What follows belongs to an exercise in optimizing a design on an open flow for small area, a short achievable clock period and few clock cycles; a production flow would make more cautious choices.
Function was checked by simulation only, so behaviour that the tests miss may differ from the original.
No activity file was given, so power comes from the tool's default toggle rates.

// click_seq
module click_seq (
    input             clk,
    input             rst,
    input             start,
    input      [9:0]  start_entry,
    input             start_react,
    input      [15:0] start_src,
    input      [2:0]  start_sev,
    input             stop,
    input             retire,
    input      [24:0] step_limit,
    output            imem_en,
    output     [9:0]  imem_addr,
    input      [38:0] imem_rdata,
    output            imem_we,
    output     [38:0] imem_wdata,
    output            obj_req,
    output     [2:0]  obj_op,
    output     [27:0] obj_addr,
    output            obj_hi,
    output     [63:0] obj_wdata,
    input             obj_ack,
    input      [7:0]  obj_status,
    input      [31:0] obj_rdata,
    output            tx_abort,
    input      [31:0] ft_now,
    input      [23:0] evt_set,
    input      [23:0] evt_clr,
    output     [23:0] evt,
    output     [2:0]  state,
    output     [9:0]  pc,
    output     [2:0]  flags,
    output     [3:0]  depth,
    output     [7:0]  fault,
    output     [7:0]  last_status,
    output            fault_raise,
    input      [2:0]  dbg_sel,
    output     [31:0] dbg_rdata
);
  ...
clock: 12.0 ns
lec_check: 0
cap_margin: 20
core_margin: 2
core_utilization: 55
cts_buf_list: sky130_fd_sc_hd__clkbuf_8
setup_slack_margin: 5
slew_margin: 20
standard.sh (not shown) runs the stock make flow with config.mk's settings and CLKGATE_MAP_FILE= SYNTH_SCRIPT=/design/flow/synth_recipe.tcl, a recipe that flattens the netlist after the stock synthesis.
==> flow/flow/run.sh <==
#!/bin/bash
# The standard layout (the standard.sh), with the port buffers that
# global placement inserts made from the smallest buffer cell instead of
# the delay buffer buffer_ports picks by itself. Every input and output
# port still gets its own buffer. The flow's full output goes to
# standard_flow.log; ORFS keeps each step's log under orfs/logs/.
set -euo pipefail
export BUFFER_PORTS_ARGS="-buffer_cell sky130_fd_sc_hd__buf_1"
bash standard.sh finish > standard_flow.log 2>&1
Testbench counts at the start, summed over its fixed seeds: cycles 139,756.
==> next run, changes <==
--- a/flow/design.v
+++ b/flow/design.v
@@ -70,13 +70,13 @@
     reg        wte;       
     reg        ehit_r;    
     reg        tge_r, tm1_r, tmx_r;
     reg        ft0_r;     
     reg [2:0]  oop;
     reg        ohi;
-    reg [6:0]  chk;       
+    reg [27:0] oaddr;
     reg        dbl;
     wire s_run  = (fsm == S_RUN);
     wire s_acc  = (fsm == S_ACC);
     wire s_wait = (fsm == S_WAIT);
     reg [5:0]  syn;
     reg        par_err;
@@ -137,14 +137,12 @@
     wire [15:0] i_imm = ins[15:0];
     wire [2:0]  d_sel = s_acc ? i_rd : dbg_sel;
     wire [31:0] va  = g[i_ra];
     wire [31:0] vb  = g[i_rb];
     wire [31:0] vd  = g[d_sel];
     wire [31:0] op2 = i_i ? {16'd0, i_imm} : vb;
-    wire        ldst = (i_op[4:1] == 4'b0100);                         
-    wire [31:0] opb = (i_i || ldst) ? {16'd0, i_imm} : vb;
     wire rd_z  = (i_rd == 3'd0);
     wire ra_z  = (i_ra == 3'd0);
     wire rb_z  = (i_rb == 3'd0);
     wire imm_z = (i_imm == 16'd0);
     wire op2_ok = i_i ? rb_z : imm_z;
     reg illegal;
@@ -199,13 +197,13 @@
     wire lim_hit   = (steps >= step_limit);
     wire [9:0] pc_p1  = pc_r + 10'd1;
     wire       at_end = (pc_r == 10'd1023);
     wire [9:0] stk_top = stk[sp[2:0] - 3'd1];
     wire        sub  = i_op == OP_SUB || i_op == OP_CMP;
     wire [31:0] aa   = wait_op ? ft_now : va;
-    wire [31:0] bb   = opb ^ {32{sub}};
+    wire [31:0] bb   = op2 ^ {32{sub}};
     wire [33:0] sum2 = {1'b0, aa, 1'b1} + {1'b0, bb, sub};
     wire [32:0] sum  = sum2[33:1];
     wire [31:0] t_diff = ft_now - tgt;
     wire        tick   = ft_now[0] ^ ft0_r;
     wire        t_done = (tge_r && !(tmx_r && tick)) || (tm1_r && tick);
     wire        op2_hz = (op2[30:1] == 30'd0);
@@ -246,21 +244,20 @@
             if (wr_lo) g[i_rd][15:0]  <= gw[15:0];
             if (wr_hi) g[i_rd][31:16] <= gw[31:16];
         end
     end
     always @(posedge clk) begin
         if (s_run) begin
-            tgt   <= ecc_err ? cw_fix[31:0] :
-                     (i_op == OP_WAITT && i_h) ? va :
-                     (i_op == OP_EMIT) ? {25'd0, va[6:0]} :
-                     (i_op == OP_TXB || i_op == OP_TXC) ? 32'd0 : sum[31:0];
-            chk   <= cw_fix[38:32];
+            tgt   <= ecc_err ? cw_fix[31:0] : (i_op == OP_WAITT && i_h) ? va : sum[31:0];
             nolim <= (op2 == 32'd0);
             wte   <= i_op[0];
             dbl   <= sec_double;
             ohi   <= i_h;
+            oaddr <= ecc_err ? {21'd0, cw_fix[38:32]} :
+                     (i_op == OP_EMIT) ? {21'd0, va[6:0]} :
+                     (i_op == OP_LDO || i_op == OP_STO) ? va[27:0] + {20'd0, i_imm[7:0]} : 28'd0;
             case (i_op)
                 OP_LDO:  oop <= ACC_LDO;
                 OP_STO:  oop <= ACC_STO;
                 OP_TXB:  oop <= ACC_TXB;
                 OP_TXC:  oop <= ACC_TXC;
                 default: oop <= ACC_EMIT;
@@ -422,16 +419,16 @@
     assign imem_en    = (fsm == S_FETCH) || s_run || s_acc || s_wait || (s_idle && start);
     assign imem_addr  = (s_run && redir_imm) ? i_imm[9:0] :
                         (s_run && is_ret)    ? stk_top :
                         (s_idle)             ? start_entry :
                         ((s_run && !stall_op) || (s_acc && obj_ack) || (s_wait && wdone)) ? pc_p1 : pc_r;
     assign imem_we    = (fsm == S_FIX) && !dbl;
-    assign imem_wdata = {chk, tgt};
+    assign imem_wdata = {oaddr[6:0], tgt};
     assign obj_req   = s_acc;
     assign obj_op    = oop;
-    assign obj_addr  = tgt[27:0];
+    assign obj_addr  = oaddr;
     assign obj_hi    = ohi;
     assign obj_wdata[31:0]  = (oop == ACC_STO)  ? vd :
                               (oop == ACC_TXC)  ? (i_i ? {16'd0, i_imm} : vb) :
                               (oop == ACC_EMIT) ? {28'd0, i_imm[3:0]} : 32'd0;
     assign obj_wdata[63:32] = ((oop == ACC_STO && !i_i) || oop == ACC_EMIT) ? vb : 32'd0;
     assign tx_abort  = tx_abort_r;
Effect: Area after synthesis came out higher by 1.4%. Critical path depth came out higher by 12. Worst hold slack degrades by 24 ps. Wire length came out lower by 1.7%. Clock power barely changes. Sequential cell count came out higher by 21. Clock skew barely changes. Design area came out higher by 1.3%. Via count came out lower by 0.34%. Setup slack improves by 41 ps. Clock-buffer cell count came out higher by 4. Global-route usage came out lower by 1.4 points.
Testbench counts after the change, summed over its fixed seeds: cycles 139,756.

## what the ideal ports hide
The flow's constraints put no driver on any port. The routed layouts listed below were extracted and timed again, unchanged, in two steps.
Step 1 (the two cells are an assumption about what drives the block):
set clk [get_ports {clk}]
set_driving_cell -lib_cell sky130_fd_sc_hd__clkbuf_16 $clk
set_driving_cell -lib_cell sky130_fd_sc_hd__buf_2 [delete_from_list [all_inputs] $clk]
Step 2 moves the port delays by t, midway between the first and last clock arrival at a register: inputs arrive t later, outputs are due t later. That takes back most of the time a late clock gives input paths.
Three values: ideal, step 1, step 2; two values: the first two.
| run | t (ns) | setup WS [ns] | worst setup path after step 2 |
|---|---|---|---|
| the first run | 0.776 | 4.871 / 4.780 / 4.152 | input to register |
| the second run | 0.794 | 4.912 / 4.871 / 4.159 | input to register |
After both steps setup and hold are still met in every run listed. For the second run, which loses most, drivers alone change the setup slack by -0.041 ns; drivers and shift together by -0.753 ns.
